Source: an optimization exercise on an open RTL-to-GDS flow (aim: small area, a short achievable clock period and few clock cycles). Production flows keep margins and buffers that such runs may drop. The RTL was checked by simulation tests, not by an equivalence proof against the original design. Power figures rest on the tool's default switching activity, not on a simulated workload.

## flow/design.v (module list and top-level ports; edited modules follow where they fit)
// module acd_axu: 428 lines
// module acd_iu: 70 lines
// module acd_clz32: 8 lines
// module acd_clz64: 32 lines
// module acd_mul: 1283 lines
module acd_axu (
    input  wire        clk,
    input  wire        rst,           
    input  wire        in_valid,
    output wire        in_ready,
    input  wire [31:0] in_insn,       
    input  wire [31:0] in_a,          
    input  wire [31:0] in_b,          
    output reg         out_valid,
    output reg         out_wr,        
    output reg         out_illegal,   
    output reg  [7:0]  out_flags,     
    output reg  [31:0] out_data       
);
  // ...
==> flow/flow/run.sh <==
#!/bin/bash
set -uo pipefail
bash standard.sh synth > synth.log 2>&1 || exit 1
for u in 52 45 38; do
    if bash standard.sh SETUP_SLACK_MARGIN=11 CORE_UTILIZATION=$u finish > layout_u$u.log 2>&1; then
        exit 0
    fi
    bash standard.sh clean_floorplan clean_place clean_cts clean_route clean_finish > clean_u$u.log 2>&1
done
exit 1
==> flow/standard.sh <==
#!/bin/bash
# synth_recipe.tcl (not shown) runs the flow's synth.tcl, then flattens the netlist and writes it again
# the make line also repeats each setting of config.mk as NAME=value (left out here)
make -C /OpenROAD-flow-scripts/flow DESIGN_CONFIG=/design/flow/config.mk WORK_HOME=/design/flow/orfs CLKGATE_MAP_FILE= SYNTH_SCRIPT=/design/flow/synth_recipe.tcl "${@:-finish}"
==> flow/config.mk <==
export PLATFORM = sky130hd
export DESIGN_NAME = acd_axu
export DESIGN_NICKNAME = acd_axu
export VERILOG_FILES = /design/flow/design.v
export SDC_FILE = /design/flow/constraint.sdc
export NUM_CORES = 8
export LEC_CHECK = 0
export ABC_AREA = 1
export CAP_MARGIN = 50
export CORE_MARGIN = 2
export CORE_UTILIZATION = 52
export SETUP_SLACK_MARGIN = 5
export SLEW_MARGIN = 60
export TNS_END_PERCENT = 5
==> flow/constraint.sdc <==
create_clock -name core_clock -period 16.0 [get_ports {clk}]
set_input_delay 3.2000 -clock core_clock [delete_from_list [all_inputs] [get_ports {clk}]]
set_output_delay 3.2000 -clock core_clock [all_outputs]
set_load 0.01 [all_outputs]
==> impl_metrics.json, run 1 <==
{
  "status": "no timing/DRC/antenna violations",
  "port_buffers": 134,
  "seq_share_pct": 25.7,
  "postLayoutCellArea_um2": 172000,
  "slew_violations": 0,
  "synth_compound_area_share_pct": 18.2,
  "nFlopsAndLatches": 1634,
  "core_area_um2": 273000,
  "crit_path_max_fanout": 35,
  "r2r-end": "acc1[1]$_DFFE_PP_",
  "clockPowerShare_pct": 13.1,
  "regArea_um2": 44400,
  "mostFrequentLayoutCell": "nand2_1",
  "setup.worst_path.start": "m_aco[0]$_DFFE_PN_",
  "clockBufferDepth": 4,
  "synth_edf_count": 1163,
  "cts.clk_slew.worst_paths_ns": 0.06,
  "route.met3.wl_um": 135000,
  "path_buf_inv": 11,
  "cts_max_level": 4,
  "reg2reg_depth": 20,
  "synth_commonest_cells": "nand2_1, nand3_1, inv_1",
  "hold_path.class": "register to register",
  "regMostFlops": "dq",
  "met1_usage_pct": 65.1,
  "placedCellCount": 22400,
  "ys_warn_count": 8,
  "r2r_start": "m_aco[0]$_DFFE_PN_",
  "synthSimpleGateAreaFrac_pct": 24.0,
  "drcViolationCount": 0,
  "clk_share_pct": 3.70,
  "seq_cell_power_uw": 6590,
  "required_ns": 16.78,
  "clk_latency_ns": 0.97,
  "cts_root_buf": "clkbuf_16",
  "path_cells": "buf_12 -> inv_4 -> nor2_4 -> buf_12 -> bufbuf_16 -> nand2_1 -> nand2_1 -> nor2_1 -> nand2_4 -> nor2_4 -> buf_4 -> inv_1 -> buf_4 -> nand2_1 -> inv_2 -> buf_4 -> buf_4 -> nand2_1 -> o211ai_1 -> buf_4",
  "final_cell_mix": "nand2_1, nand3_1, inv_1",
  "max_stage_delay_ns": 0.59,
  "crit_end": "acc1[1]$_DFFE_PP_",
  "slew_headroom_pct": 30.8,
  "path_class": "register to register",
  "postCtsSetupRepairBufs": 372,
  "ys.flop_type": "edfxtp_1",
  "ant_nets": 0
}
Testbench counts, summed over its fixed seeds: cycles 13,439.
==> run 2: changes to the inputs <==
==> flow/flow/run.sh (replaced) <==
#!/bin/bash
set -uo pipefail
bash standard.sh synth > synth.log 2>&1 || exit 1
for u in 52 45 38; do
    if bash standard.sh SETUP_SLACK_MARGIN=10.5 CORE_UTILIZATION=$u finish > layout_u$u.log 2>&1; then
        exit 0
    fi
    bash standard.sh clean_floorplan clean_place clean_cts clean_route clean_finish > clean_u$u.log 2>&1
done
exit 1
--- a/flow/config.mk
+++ b/flow/config.mk
@@ -6,9 +6,9 @@
 export NUM_CORES = 8
 export LEC_CHECK = 0
 export ABC_AREA = 1
-export CAP_MARGIN = 50
+export CAP_MARGIN = 30
 export CORE_MARGIN = 2
 export CORE_UTILIZATION = 52
 export SETUP_SLACK_MARGIN = 5
-export SLEW_MARGIN = 60
+export SLEW_MARGIN = 20
 export TNS_END_PERCENT = 5
==> impl_metrics.json, run 2 <==
{
  "start_kind": "register",
  "ys.flop_type": "edfxtp_1",
  "synth_area_per_cell_um2": 7.36,
  "cts.clk_slew.worst_paths_ns": 0.06,
  "p_per_area_nw_per_um2": 199,
  "max_stage_delay_ns": 0.61,
  "hold_path.class": "register to register",
  "placed_area_um2": 147000,
  "port_buffers": 134,
  "num_rows": 192,
  "clockPowerShare_pct": 13.9,
  "tns_ns": 0,
  "crit_path_max_fanout": 81,
  "p_leak_uw": 0.0697,
  "fin_cells": 23100,
  "drtIter0Drc": 28600,
  "path_cells": "inv_2 -> buf_4 -> nand2_1 -> nand2_4 -> buf_6 -> inv_2 -> buf_8 -> nand3_1 -> nand3_1 -> nand3_1 -> nand3_1 -> nand3_1 -> nand3_1 -> nand2_1 -> nand2_1 -> nand3b_1 -> nand2_1 -> nand2_1 -> o211ai_1",
  "synth_edf_count": 1163,
  "initial_core_util_pct": 52.2,
  "syn2layout_area_growth_pct": 14.3,
  "die-height_um": 528,
  "clk_latency_ns": 0.98,
  "synthTopCellsByArea": "edfxtp_1, nand2_1, fa_1, nand3_1, dfxtp_1",
  "die_x_um": 528,
  "async_flop_share_pct": 0,
  "internal_power_uw": 15500,
  "status": "no timing/DRC/antenna violations",
  "via_count": 158000,
  "synth_commonest_cells": "nand2_1, nand3_1, inv_1",
  "endpoint_kind": "register",
  "peakVddDrop_mv": 0.369,
  "cts_tree": "done",
  "grt_util_all_layers_pct": 54.1,
  "globalplace.congestion": 1.15,
  "first_pass_iters": 12,
  "ant_nets": 0,
  "yosys.area.top_type_share_pct": 24.5,
  "cp_top_family": "simple AND/OR/NAND/NOR gates",
  "power_frac_seq_pct": 20.2,
  "core_area_um2": 273000,
  "mostFrequentLayoutCell": "nand2_1",
  "largest_register_ff_count": 256,
  "antenna_found_initial": 96,
  "finalCritPeriodShare_pct": 38.0,
  "placedCellCount": 22300,
  "io_pins": 143,
  "ys_ff_latch": 1634,
  "numCtsBuffers": 185,
  "hold_violations": 0,
  "postLayoutCellArea_um2": 163000,
  "regArea_um2": 44400,
  "grt_max_degree": 172,
  "ys_types": 72,
  "layout.nets": 20400,
  "syn_inst": 19400,
  "slew_headroom_pct": 17.5,
  "clockBufferDepth": 4,
  "syn-cell-area_um2": 143000,
  "dieArea_um2": 279000,
  "wirelength_um": 789000,
  "comb_power_share_pct": 65.9,
  "wl_per_cell_um": 34.1,
  "swShare_pct": 52.1,
  "timing.fmax_mhz": 165,
  "first_global_vias": 140000,
  "cp_slowest_cell": "nand2_1",
  "cts_max_level": 4,
  "required_ns": 16.59,
  "path_buf_inv": 5,
  "multi_input_area_um2": 89900,
  "drive_gt1_share_pct": 10.9,
  "rsz0062_at_grt": "true",
  "path_class": "register to register",
  "regMostFlops": "dq",
  "slew_violations": 0,
  "drt-vias-per-instance": 6.82,
  "grt_remaining_overflow": 0,
  "yosys.area.top_type": "edfxtp_1",
  "cts.sinks": 1634,
  "cts_root_buf": "clkbuf_16",
  "path_common_cell": "nand3_1",
  "drcViolationCount": 0,
  "cp.arrival_ns": 6.67,
  "final_cell_mix": "nand2_1, nand3_1, inv_1",
  "cap_violations": 0,
  "synth_most_common_cell": "nand2_1",
  "dp.final_hpwl_um": 559000,
  "fillers": 25300,
  "worstMarginPinSlew_ns": 1.24,
  "p_sw_uw": 16900,
  "synth_seq_area_share_pct": 31.1,
  "min_period_ns": 6.08,
  "setup_viol": 0,
  "ys_warn_count": 8,
  "skew_ns": 0.0915,
  "grt_pass1_wl_um": 1070000
}
run 2: changes by cell type in the layout (fill, tap and decap cells not counted), moves of 56 or more:
cell | before | now
nor2_1 | 864 | 963
a21oi_1 | 842 | 945
buf_4 | 605 | 525
inv_1 | 1958 | 2023
a21oi_4 | 140 | 73
buf_6 | 108 | 34
ha_1 | 327 | 383
o21ai_1 | 190 | 111
nand2_2 | 189 | 96
o21ai_0 | 1245 | 1380
nand2_1 | 4039 | 4174
buf_12 | 146 | 69
ha_4 | 89 | 17
run 2: cell families (layout without fill, tap and decap cells):
group / count (synthesis) / count (layout) / share of synthesized area, %
AOI/OAI and AO/OA: 4414 / 4414 / 18.2
xor gates and xnor gates: 780 / 780 / 4.78
adders and majority gates: 1047 / 1047 / 12.5
buffers and inverters: 3412 / 3392 / 9.30
DFF: 1634 / 1634 / 31.1
muxes: 35 / 35 / 0.247
other: 1 / 137 / 0.00263
and+or+nand+nor: 8085 / 8094 / 24.0
run 2: through the flow:
| stage | total power (µW) | hold WS [ns] | setup slack, ns | utilization (%) |
|---|---|---|---|---|
| 3_5_place_dp | 25700 | 0.329 | 7.62 | 53.9 |
| 6_report | 32500 | 0.339 | 9.92 | 59.7 |
| 5_1_grt | 33700 | 0.347 | 10.19 | 59.6 |
| 4_1_cts | 30800 | 0.342 | 10.30 | 58.6 |
| 3_3_place_gp | 25500 | 0.325 | 7.58 | 53.8 |
| 2_1_floorplan | 18000 | 0.323 | 10.20 | - |
run 2: power groups by stage:
| stage | logic, µW | clock network (µW) | registers (µW) |
|---|---|---|---|
| detailed placement | 19100 | 0 | 6570 |
| floorplan | 11600 | 0 | 6350 |
| finish | 21400 | 4520 | 6540 |
| global placement | 18900 | 0 | 6570 |
| CTS | 19800 | 4500 | 6490 |
| global route | 22500 | 4650 | 6570 |
run 2: area by class of cell:
cell class                 count  area share [%]
clock inverter               105           0.764
multi-input combinational  14400            55.0
sequential                  1634            27.2
inverter                    2187            5.23
antenna                      133           0.204
timing repair buffer         856            5.69
timing repair inverter         6          0.0284
clock buffer                 238            3.12
tap                         3589            2.75
run 2: timing repair:
action	CTS	global route
pin swaps	79	79
resized for setup	961	365
setup buffers	158	106
hold buffers	0	0
cloned	47	17
endpoints found under the setup margin	1059	761
run 2: path summary, 6_finish.rpt:
| kind | start | end | slack (ns) | cells after the start |
|---|---|---|---|---|
| setup / recovery | m_sqrt$_DFFE_PN_ | acc2[40]$_DFFE_PP_ | 9.92 | 19 |
| hold / removal | u_e0.eslot[1]$_DFFE_PP_ | u_e0.slot[1]$_DFF_P_ | 0.34 | 0 |
| setup reg to reg | m_sqrt$_DFFE_PN_ | acc2[40]$_DFFE_PP_ | 9.92 | 19 |
| hold reg to reg | u_e0.eslot[1]$_DFFE_PP_ | u_e0.slot[1]$_DFF_P_ | 0.34 | 0 |
run 2: routing by layer:
layer	GRT usage (%)	wire length, µm	vias up
met3	25.3	130000	3892
met1	64.5	267000	74000
met4	45.2	86800	58
met5	1.56	1040	-
li1	-	-	65800
met2	73.0	304000	14100
==> run 3: changes to the inputs <==
==> flow/flow/run.sh (replaced) <==
#!/bin/bash
set -uo pipefail
bash standard.sh synth > synth.log 2>&1 || exit 1
for u in 52 45 38; do
    if bash standard.sh SETUP_SLACK_MARGIN=11.5 CORE_UTILIZATION=$u finish > layout_u$u.log 2>&1; then
        exit 0
    fi
    bash standard.sh clean_floorplan clean_place clean_cts clean_route clean_finish > clean_u$u.log 2>&1
done
exit 1
--- a/flow/config.mk
+++ b/flow/config.mk
@@ -6,9 +6,9 @@
 export NUM_CORES = 8
 export LEC_CHECK = 0
 export ABC_AREA = 1
-export CAP_MARGIN = 30
+export CAP_MARGIN = 40
 export CORE_MARGIN = 2
 export CORE_UTILIZATION = 52
 export SETUP_SLACK_MARGIN = 5
-export SLEW_MARGIN = 20
+export SLEW_MARGIN = 40
 export TNS_END_PERCENT = 5
==> impl_metrics.json, run 3 <==
{
  "cts.sinks": 1634,
  "synth_edf_count": 1163,
  "status": "no timing/DRC/antenna violations",
  "io_pins": 143,
  "syn2layout_area_growth_pct": 20.4,
  "finalCritPeriodShare_pct": 35.4,
  "comb_power_share_pct": 68.1,
  "drive_gt1_share_pct": 15.5,
  "rsz0062_at_grt": "true",
  "dieArea_um2": 279000,
  "grt_max_degree": 101,
  "synthTopCellsByArea": "edfxtp_1, nand2_1, fa_1, nand3_1, dfxtp_1",
  "ys.flop_type": "edfxtp_1",
  "reg2reg_depth": 18,
  "min_path_cells": 0,
  "cp.arrival_ns": 6.27,
  "crit_path_max_fanout": 50,
  "die-height_um": 528,
  "clockPowerShare_pct": 12.9,
  "endpoint_kind": "register",
  "cts.clk_slew.worst_paths_ns": 0.06,
  "dp.final_hpwl_um": 547000,
  "clockBufferDepth": 4,
  "drtIter0Drc": 29900,
  "worstMarginPinSlew_ns": 1.09,
  "rrSetupSlack_ns": 10.34,
  "skew_ns": 0.134,
  "power_frac_seq_pct": 19.0,
  "regMostFlops": "dq",
  "p_sw_uw": 18000,
  "start_kind": "register",
  "r2r_start": "m_sqrt$_DFFE_PN_",
  "peakVddDrop_mv": 0.468,
  "cts_max_level": 4,
  "largest_register_ff_count": 256,
  "clk_latency_ns": 0.99,
  "tns_ns": 0,
  "first_global_vias": 139000,
  "postCtsHoldBufs": 0,
  "via_count": 160000,
  "wirelength_um": 801000,
  "slew_violations": 0,
  "die_x_um": 528,
  "globalplace.congestion": 1.18,
  "syn-cell-area_um2": 143000,
  "min-delay-start": "u_e0.eslot[1]$_DFFE_PP_",
  "mostFrequentLayoutCell": "nand2_1",
  "synth_seq_area_share_pct": 31.1,
  "layout.nets": 20700,
  "num_rows": 192,
  "numCtsBuffers": 180,
  "synth_most_common_cell": "nand2_1",
  "grt_pass1_wl_um": 1060000,
  "ant_nets": 0,
  "timing.fmax_mhz": 177,
  "min_period_ns": 5.66,
  "yosys.area.top_type": "edfxtp_1",
  "p_leak_uw": 0.0726,
  "dp_slack_ns": 8.06,
  "drt-vias-per-instance": 6.83,
  "initial_core_util_pct": 52.2,
  "syn_inst": 19400,
  "synth_area_per_cell_um2": 7.36,
  "hold_violations": 0,
  "drcViolationCount": 0,
  "yosys.area.top_type_share_pct": 24.5,
  "hold_path.class": "register to register",
  "cap_violations": 0,
  "p_per_area_nw_per_um2": 202,
  "ys_types": 72,
  "core_area_um2": 273000,
  "synth_commonest_cells": "nand2_1, nand3_1, inv_1",
  "setup_viol": 0,
  "slew_headroom_pct": 26.9,
  "worstHoldEndpoint": "u_e0.slot[1]$_DFF_P_",
  "required_ns": 16.61,
  "port_buffers": 134,
  "ys_ff_latch": 1634,
  "first_pass_iters": 14,
  "cts_tree": "done",
  "antenna_found_initial": 100,
  "async_flop_share_pct": 0,
  "swShare_pct": 51.9,
  "r2r-end": "acc1[60]$_DFFE_PP_",
  "setup_ws_ns": 10.34,
  "path_class": "register to register",
  "grt_remaining_overflow": 0,
  "cts_root_buf": "clkbuf_16",
  "wl_per_cell_um": 34.2,
  "final_cell_mix": "nand2_1, nand3_1, inv_1",
  "internal_power_uw": 16700,
  "ys_warn_count": 8,
  "grt_util_all_layers_pct": 53.9
}
run 3: kinds of logic (layout without fill, tap and decap cells):
kind of cell,Yosys count,after routing,share of synthesized area [%]
xor gates and xnor gates,780,780,4.78
other,1,153,0.00263
DFF,1634,1634,31.1
and+or+nand+nor,8085,8092,24.0
muxes,35,35,0.247
adders and majority gates,1047,1047,12.5
buffers and inverters,3412,3716,9.30
AOI/OAI and AO/OA,4414,4414,18.2
run 3: worst max path at each step:
stage                                 startpoint                 end  slack [ns]  cells after the start
final                           m_sqrt$_DFFE_PN_  acc1[60]$_DFFE_PP_       10.34                     18
after global routing          m_aco[0]$_DFFE_PN_  acc1[81]$_DFFE_PP_       10.46                     25
after CTS                     i0_b[11]$_DFFE_PN_   m_s[40]$_DFFE_PN_       10.76                     16
after detailed placement  ac_ovr[3]$_SDFFE_PP1P_  acc0[51]$_DFFE_PP_        8.06                     23
after global placement    ac_ovr[3]$_SDFFE_PP1P_  w_data[25]$_DFF_P_        7.65                     20
after floorplan                   w_v$_SDFF_PP0_    m_a[0]$_DFFE_PN_       10.22                     12
run 3: power by group through the flow:
stage	clock [µW]	combinational [µW]	sequential (µW)
after global routing	4630	24700	6620
after CTS	4480	20900	6540
after detailed placement	0	19500	6610
after global placement	0	19300	6600
final	4500	23700	6600
after floorplan	0	11600	6350
run 3: critical path, stage by stage, from the launching register on:
cell,delay [ns]
edfxtp_1,0.49
inv_4,0.34
nor2_1,0.09
inv_2,0.10
o21ai_4,0.05
buf_4,0.30
inv_8,0.36
buf_6,0.41
nand3_1,0.26
nand3_1,0.16
nand3_1,0.21
nand3_1,0.20
nand3_1,0.09
nand2_1,0.46
nand2_1,0.12
nand3b_1,0.13
nand2_1,0.44
nand2_1,0.73
nand3_4,0.27
run 3: metrics by stage:
step	power, µW	utilization, %	hold slack (ns)	instance area [µm²]	instances
3_5_place_dp	26100	53.9	0.327	147000	22300
6_report	34800	62.9	0.343	172000	23500
4_1_cts	31900	60.1	0.344	164000	23000
2_1_floorplan	18000	-	0.323	143000	19400
3_3_place_gp	25900	53.8	0.325	147000	22300
5_1_grt	36000	62.8	0.350	172000	23300
run 3: routing by layer:
layer	up-vias	global-route usage [%]	routed length, µm
li1	66500	-	-
met4	68	43.6	89300
met1	74900	64.3	270000
met2	14500	71.9	304000
met5	-	3.74	1210
met3	4176	26.7	137000
run 3: final cells by class:
type	count	area, µm²
Clock inverter	104	1300
Clock buffer	224	4970
Timing Repair Buffer	1193	13700
Tap cell	3589	4490
Antenna cell	149	373
Fill cell	24100	101000
Timing Repair inverter	8	85.1
Sequential cell	1634	44400
Multi-Input combinational cell	14400	93900
Inverter	2187	8770
run 3: timing repair:
item,in CTS,in global routing
endpoints found under the setup margin,1223,1326
buffers inserted,296,267
cloned,64,54
pin swaps,196,293
resized for setup,1547,959

port drivers added, routing unchanged:
The results above use ideal ports. As a check the final layouts listed here were re-extracted and re-timed, cells and wires unchanged.
Step 1 (the two cells are an assumption about what drives the block):
set clk [get_ports {clk}]
set_driving_cell -lib_cell sky130_fd_sc_hd__clkbuf_16 $clk
set_driving_cell -lib_cell sky130_fd_sc_hd__buf_2 [delete_from_list [all_inputs] $clk]
Step 2, shift: input delay + t, output delay - t, t = (earliest + latest rising clock arrival at the registers) / 2. This alone moves slack from input paths to output paths.
a / b / c = ideal / step 1 / step 2; a / b = the first two.
run	t, ns	setup slack, ns	worst register clock-pin slew, ns
run 1	1.036	10.365 / 10.365 / 10.365	0.07 / 0.07
run 2	1.054	9.925 / 9.925 / 9.925	0.11 / 0.11
run 3	1.047	10.337 / 10.337 / 10.337	0.10 / 0.10
After both steps every run listed still meets setup and hold.
